Context: an optimization exercise on an open-source flow, tuned for small area, a short achievable clock period and few clock cycles. The choices shown serve that exercise and are no tape-out recipe. Function was checked by simulation only, so behaviour that the tests miss may differ from the original.

`flow/run.sh`:
```
#!/bin/bash
# synth_recipe.tcl (not shown) runs the flow's synth.tcl, then flattens the netlist and writes it again
# the make line also repeats each setting of config.mk as NAME=value (left out here)
make -C /OpenROAD-flow-scripts/flow DESIGN_CONFIG=/design/flow/config.mk WORK_HOME=/design/flow/orfs CLKGATE_MAP_FILE= SYNTH_SCRIPT=/design/flow/synth_recipe.tcl finish
```
`flow/config.mk`:
```
export PLATFORM = sky130hd
export DESIGN_NAME = hallmark_lane
export DESIGN_NICKNAME = hallmark_lane
export VERILOG_FILES = /design/flow/design.v
export SDC_FILE = /design/flow/constraint.sdc
export NUM_CORES = 4
export LEC_CHECK = 0
export CAP_MARGIN = 20
export CORE_MARGIN = 2
export CORE_UTILIZATION = 30
export PLACE_DENSITY = 0.5
export SLEW_MARGIN = 20
```
`flow/constraint.sdc`:
```
create_clock -name core_clock -period 10.0 [get_ports {clk}]
set_input_delay 2.0000 -clock core_clock [delete_from_list [all_inputs] [get_ports {clk}]]
set_output_delay 2.0000 -clock core_clock [all_outputs]
set_load 0.01 [all_outputs]
```
`flow/design.v`:
```
module hallmark_lane (
    input  wire         clk,
    input  wire         rst,
    input  wire         start,
    input  wire [7:0]   stream,
    input  wire [1:0]   tflag,
    input  wire         restart,
    input  wire [63:0]  seq,
    input  wire [47:0]  sec,
    input  wire [31:0]  nsec,
    input  wire [3:0]   nrange,
    input  wire [63:0]  devser,
    input  wire [255:0] prev,
    output wire         idle,
    input  wire         in_valid,
    input  wire [63:0]  in_data,
    output wire         in_ready,
    output reg          done,
    output wire [255:0] hallmark
);
    localparam [1:0] S_IDLE  = 2'd0,
                     S_FILL  = 2'd1,
                     S_ROUND = 2'd2,
                     S_ADD   = 2'd3;
    localparam [2:0] PH_PREFIX = 3'd0,
                     PH_RANGE  = 3'd1,
                     PH_DATA   = 3'd2,
                     PH_PAD80  = 3'd3,
                     PH_PAD    = 3'd4;
    function [31:0] rotr(input [31:0] x, input integer n);
        rotr = (x >> n) | (x << (32 - n));
    endfunction
    function [31:0] bsig0(input [31:0] x);
        bsig0 = rotr(x, 2) ^ rotr(x, 13) ^ rotr(x, 22);
    endfunction
    function [31:0] bsig1(input [31:0] x);
        bsig1 = rotr(x, 6) ^ rotr(x, 11) ^ rotr(x, 25);
    endfunction
    function [31:0] ssig0(input [31:0] x);
        ssig0 = rotr(x, 7) ^ rotr(x, 18) ^ (x >> 3);
    endfunction
    function [31:0] ssig1(input [31:0] x);
        ssig1 = rotr(x, 17) ^ rotr(x, 19) ^ (x >> 10);
    endfunction
    localparam [2047:0] KTAB = {
        256'hc67178f2bef9a3f7a4506ceb90befffa8cc7020884c8781478a5636f748f82ee,
        256'h682e6ff35b9cca4f4ed8aa4a391c0cb334b0bcb52748774c1e376c0819a4c116,
        256'h106aa070f40e3585d6990624d192e819c76c51a3c24b8b70a81a664ba2bfe8a1,
        256'h92722c8581c2c92e766a0abb650a735453380d134d2c6dfc2e1b213827b70a85,
        256'h1429296706ca6351d5a79147c6e00bf3bf597fc7b00327c8a831c66d983e5152,
        256'h76f988da5cb0a9dc4a7484aa2de92c6f240ca1cc0fc19dc6efbe4786e49b69c1,
        256'hc19bf1749bdc06a780deb1fe72be5d74550c7dc3243185be12835b01d807aa98,
        256'hab1c5ed5923f82a459f111f13956c25be9b5dba5b5c0fbcf71374491428a2f98
    };
    function [63:0] bswap64(input [63:0] x);
        integer i;
        for (i = 0; i < 8; i = i + 1)
            bswap64[8*i +: 8] = x[56 - 8*i +: 8];
    endfunction
    reg [1:0]   state;
    reg [2:0]   phase;
    reg [3:0]   pidx;         
    reg [3:0]   rleft;        
    reg [35:0]  dleft;        
    reg [2:0]   wpos;         
    reg [5:0]   round;
    reg         last_block;
    reg [63:0]  bitlen;       
    reg [7:0]   h_stream;
    reg [7:0]   h_flags;
    reg [63:0]  h_seq;
    reg [47:0]  h_sec;
    reg [31:0]  h_nsec;
    reg [3:0]   h_nrange;
    reg [63:0]  h_devser;
    reg [255:0] h_prev;
    reg [31:0]  H [0:7];
    reg [31:0]  a, b, c, d, e, f, g, h;
    reg [31:0]  w [0:15];
    assign idle     = (state == S_IDLE);
    assign in_ready = (state == S_FILL) && (phase == PH_RANGE || phase == PH_DATA);
    genvar gi;
    generate
        for (gi = 0; gi < 32; gi = gi + 1) begin : g_out
            assign hallmark[8*gi +: 8] = H[gi / 4][31 - 8*(gi % 4) -: 8];
        end
    endgenerate
    reg  [63:0] prefix_word;
    reg  [63:0] word_be;
    reg         word_valid;
    always @* begin
        case (pidx)
            4'd0:    prefix_word = {32'h4B484C4D, 16'h0100, h_stream, h_flags};
            4'd1:    prefix_word = bswap64(h_seq);
            4'd2:    prefix_word = bswap64({16'h0000, h_sec});
            4'd3:    prefix_word = {h_nsec[7:0], h_nsec[15:8], h_nsec[23:16], h_nsec[31:24],
                                    4'h0, h_nrange, 24'h000000};
            4'd4:    prefix_word = bswap64(h_devser);
            4'd5:    prefix_word = bswap64(h_prev[63:0]);
            4'd6:    prefix_word = bswap64(h_prev[127:64]);
            4'd7:    prefix_word = bswap64(h_prev[191:128]);
            default: prefix_word = bswap64(h_prev[255:192]);
        endcase
        case (phase)
            PH_PREFIX: begin word_valid = 1'b1;     word_be = prefix_word; end
            PH_RANGE,
            PH_DATA:   begin word_valid = in_valid; word_be = bswap64(in_data); end
            PH_PAD80:  begin word_valid = 1'b1;     word_be = 64'h80000000_00000000; end
            default:   begin word_valid = 1'b1;     word_be = (wpos == 3'd7) ? bitlen : 64'd0; end
        endcase
    end
    wire [31:0] ch  = (e & f) ^ (~e & g);
    wire [31:0] maj = (a & b) ^ (a & c) ^ (b & c);
    wire [31:0] t1  = h + bsig1(e) + ch + KTAB[32*round +: 32] + w[0];
    wire [31:0] t2  = bsig0(a) + maj;
    wire [31:0] wn  = ssig1(w[14]) + w[9] + ssig0(w[1]) + w[0];
    integer i;
    always @(posedge clk) begin
        if (rst) begin
            state <= S_IDLE;
            done  <= 1'b0;
        end else begin
            done <= 1'b0;
            case (state)
                S_IDLE: begin
                    if (start) begin
                        h_stream   <= stream;
                        h_flags    <= {5'b00000, restart, tflag};
                        h_seq      <= seq;
                        h_sec      <= sec;
                        h_nsec     <= nsec;
                        h_nrange   <= nrange;
                        h_devser   <= devser;
                        h_prev     <= prev;
                        H[0] <= 32'h6a09e667; H[1] <= 32'hbb67ae85;
                        H[2] <= 32'h3c6ef372; H[3] <= 32'ha54ff53a;
                        H[4] <= 32'h510e527f; H[5] <= 32'h9b05688c;
                        H[6] <= 32'h1f83d9ab; H[7] <= 32'h5be0cd19;
                        phase      <= PH_PREFIX;
                        pidx       <= 4'd0;
                        rleft      <= nrange;
                        dleft      <= 36'd0;
                        wpos       <= 3'd0;
                        bitlen     <= 64'd0;
                        last_block <= 1'b0;
                        state      <= S_FILL;
                    end
                end
                S_FILL: begin
                    if (word_valid) begin
                        w[{wpos, 1'b0}] <= word_be[63:32];
                        w[{wpos, 1'b1}] <= word_be[31:0];
                        wpos <= wpos + 3'd1;
                        case (phase)
                            PH_PREFIX: begin
                                bitlen <= bitlen + 64'd64;
                                pidx   <= pidx + 4'd1;
                                if (pidx == 4'd8)
                                    phase <= PH_RANGE;
                            end
                            PH_RANGE: begin
                                bitlen <= bitlen + 64'd64;
                                dleft  <= dleft + {5'd0, in_data[63:36], 3'b000};
                                rleft  <= rleft - 4'd1;
                                if (rleft == 4'd1)
                                    phase <= PH_DATA;
                            end
                            PH_DATA: begin
                                bitlen <= bitlen + 64'd64;
                                dleft  <= dleft - 36'd1;
                                if (dleft == 36'd1)
                                    phase <= PH_PAD80;
                            end
                            PH_PAD80: begin
                                phase <= PH_PAD;
                            end
                            default: begin
                                if (wpos == 3'd7)
                                    last_block <= 1'b1;
                            end
                        endcase
                        if (wpos == 3'd7) begin
                            a <= H[0]; b <= H[1]; c <= H[2]; d <= H[3];
                            e <= H[4]; f <= H[5]; g <= H[6]; h <= H[7];
                            round <= 6'd0;
                            state <= S_ROUND;
                        end
                    end
                end
                S_ROUND: begin
                    h <= g;
                    g <= f;
                    f <= e;
                    e <= d + t1;
                    d <= c;
                    c <= b;
                    b <= a;
                    a <= t1 + t2;
                    for (i = 0; i < 15; i = i + 1)
                        w[i] <= w[i + 1];
                    w[15] <= wn;
                    round <= round + 6'd1;
                    if (round == 6'd63)
                        state <= S_ADD;
                end
                default: begin  
                    H[0] <= H[0] + a; H[1] <= H[1] + b;
                    H[2] <= H[2] + c; H[3] <= H[3] + d;
                    H[4] <= H[4] + e; H[5] <= H[5] + f;
                    H[6] <= H[6] + g; H[7] <= H[7] + h;
                    if (last_block) begin
                        done  <= 1'b1;
                        state <= S_IDLE;
                    end else begin
                        state <= S_FILL;
                    end
                end
            endcase
        end
    end
endmodule
```
==> run summary <==
-- placed cells by master (no fill, tap or decap), types with 25 or more instances in the layout --
master and instances:
o211ai_1 33, xnor2_1 426, nand2b_1 56, a31oi_1 94, and3_1 53, a221oi_1 49, diode_2 35, a211oi_1 64
and2_1 27, clkdlybuf4s50_1 805, a21o_1 696, clkbuf_16 194, a21oi_1 433, buf_4 108, o21ai_1 25, nor2_1 483
o21ai_0 324, nand4_1 36, nor3_1 106, fa_1 196, clkinv_1 38, edfxtp_1 1618, o21bai_1 47, o31ai_1 27
mux2i_1 41, nand2_1 424, ha_1 431, clkinv_2 36, mux2_2 240, a222oi_1 94, o21a_1 64, nor2b_1 79
clkbuf_1 41, inv_1 431, or3_1 38, nand3_1 124, a22oi_1 70, xor2_1 241
-- worst register-to-register path: cells and delay by family, from the launching register on --
family,cells,cell delay (ps)
AO/OA/AOI/OAI,9,2340
buffers and inverters,6,930
XOR/XNOR,3,450
multiplexers,1,280
AND/OR/NAND/NOR,8,1600
adder cells (fa/ha/maj),6,3020
flip-flops,1,350
-- logic make-up (layout without fill, tap and decap cells) --
kind of cell    after synthesis  in the layout  synth area share
compound gates             2212           2212             0.163
flops                      1621           1621             0.527
simple gates               1540           1540            0.0784
buf+inv                     761           1708            0.0310
xor+xnor                    667            667            0.0633
fa+ha+maj                   632            632             0.101
mux                         292            292            0.0364
other cells                   0             35                 0
-- cell type report --
cell class	count	area [sq um]
Clock buffer	235	5010
Multi-Input combinational cell	5343	41000
Fill cell	29834	194000
Inverter	439	1650
Timing Repair Buffer	923	9070
Clock inverter	111	1030
Sequential cell	1621	48600
Antenna cell	35	87.6
Tap cell	4100	5130
-- how the worst min path moves through the flow --
stage	from	to	slack [ps]	cells past startpoint
6_report	w[6][19]	w[5][51]	490	1
5_1_grt	w[6][19]	w[5][51]	480	1
4_1_cts	w[4][20]	w[3][52]	470	1
3_5_place_dp	w[5][3]	w[4][35]	500	1
3_3_place_gp	w[5][39]	w[5][7]	500	1
2_1_floorplan	w[1][0]	w[0][32]	500	1
-- flip-flops by register name, indices dropped and copies added (netlist names), 6 cells and up --
signal	cells
h_seq	64
a	32
dleft	36
H	256
e	32
d	32
bitlen	58
h_stream	8
h_nsec	32
f	32
g	32
b	32
h_devser	64
h	32
h_prev	256
round	6
w	512
h_sec	48
c	32
-- layer usage --
metal  vias up  GRT usage  share of wire
met4        22     0.0675          0.028
met3       452     0.0338          0.066
li1      30505          -              -
met1     35045      0.314           0.43
met5         -          0        0.00036
met2      2566      0.382           0.47
-- metrics by stage --
stage               utilization  TNS (ps)
finish                    0.365         0
global route              0.365         0
CTS                       0.365         0
detailed placement        0.345         0
global placement          0.345         0
floorplan                     -  -2203520
==> impl_metrics.tcl <==
set metrics [dict create \
    status "timing/DRC/antenna clean" \
    critPathMaxFanout 12 \
    ys_seq_elements 1621 \
    cts_buffers 194 \
    holdBufCountCts 0 \
    crit_path_end "a[31]" \
    start_util 0.302 \
    cpLargestDelayFamily "adder cells" \
    finalCriticalPeriod_ps 9210 \
    setup_viol 0 \
    r2r_end "a[31]" \
    wl_per_cell_um 29.0 \
    cpPeakStageDelay_ps 640 \
    placed_area_sq_mm 0.106 \
    clock_path_buffers 4 \
    cts_root_buf "clkbuf_16" \
    cpMaxStageDelayCell "ha_1" \
    async_flop_share 0 \
    post_cts_buffers 0 \
    die_w_um 559 \
    crit_required_ps 10580 \
    totalWireLength_um 372000 \
    dp_cells 12426 \
    first_iter_violations 7723 \
    fin_ws_ps 786 \
    coreArea_sq_mm 0.306 \
    yosysWarnings 2 \
    reg2reg_depth 33 \
    postSynthAreaPerCell_sq_um 12.0 \
    clk_pin_slew_ps 60 \
    dieArea_sq_mm 0.312 \
    rsz0062_at_grt "no" \
    cts_tree "yes" \
    cp-startpoint "round[0]" \
    drive_gt1_frac 0.0837 \
    io_pins 806 \
    rr_startpoint "round[0]" \
    skew_ps 94.8 \
    postCtsResizedCells 0 \
    worst-path-buf-inv 6 \
    h-tree-depth 4 \
    whs_ps 485 \
    arrival_ps 9800 \
    worstHoldPathType "register to register" \
    ys_top_cells_by_count "edfxtp_1 (1,618), a21o_1 (696), nor2_1 (486)" \
    synthTopCellsByArea "edfxtp_1 (53%), ha_1 (5.9%), a21o_1 (5.7%)" \
    num_rows 203 \
    finalHoldViolCount 0 \
    area_growth_pct 20.9 \
    synth_nets 8901 \
    regToRegSetupSlack_ps 790 \
    fin_nets 9698 \
    io_buffers 805 \
    cts.sinks 1621 \
    viasPerCell 5.36 \
    dp_worst_setup_slack_ps 1040 \
    seq_area_frac_synth 0.527 \
    slew_viol_final 0 \
    track_usage 0.232 \
    final_area_sq_mm 0.112 \
    yosys.area.top_type "edfxtp_1" \
    drc 0 \
    slew-limit-headroom 0.233 \
    ys_types 93 \
    first_pass_iters 8 \
    place.gp.congestion 0.913 \
    fp.dieH_um 559 \
    antenna_found_initial 59 \
    grt_pass1_wl_um 518000 \
    netlist_area_sq_mm 0.0924 \
    cp-end-kind "register" \
    synthCells 7725 \
    via_count 68590 \
    worstMarginPinSlew_ps 1140 \
    grt_max_degree 177 \
    grt_pass1_vias 67234 \
    cp.depth 33 \
    max_freq_ghz 0.109 \
    crit_path_start_kind "register" \
    drv_cap 0 \
    period_share 0.921 \
    path_class "register to register" \
    post-synth-top-count-cell "edfxtp_1" \
    final_cells 12807 \
    synth_edf_count 1618 \
    synth_top_flop_cell "edfxtp_1" \
    route.antenna.remaining_nets 0 \
    grt-ovfl-total 0 \
    yosys.area.top_type_share 0.526 \
    clk_latency_ps 910 \
    dp_hpwl_um 285000 \
]
Testbench counts, summed over its fixed seeds: cycles 502,019.

[re-timing with driven ports]
How much do the figures lean on ideal ports? The routed layout below was timed once more, with nothing changed but the port constraints.
Step 1, drivers: a clkbuf_16 drives clk and a buf_2 each remaining input, both assumed.
Step 2, shift: input delay + t, output delay - t, t = (earliest + latest rising clock arrival at the registers) / 2. This alone moves slack from input paths to output paths.
Slacks: ideal ports / drivers / drivers and shift; pairs: ideal ports / drivers.
shift t [ns]: 0.969
setup slack, ns: 0.786 / 0.786 / 0.786
latest minus earliest clock arrival (ns): 0.100 / 0.100
slew at the worst register clock pin (ns): 0.07 / 0.07
pins driven straight from the clock port: 1
After both steps this run still meets setup and hold. The setup slack of this run moves by 0.000 ns with the drivers and by 0.000 ns with both steps.
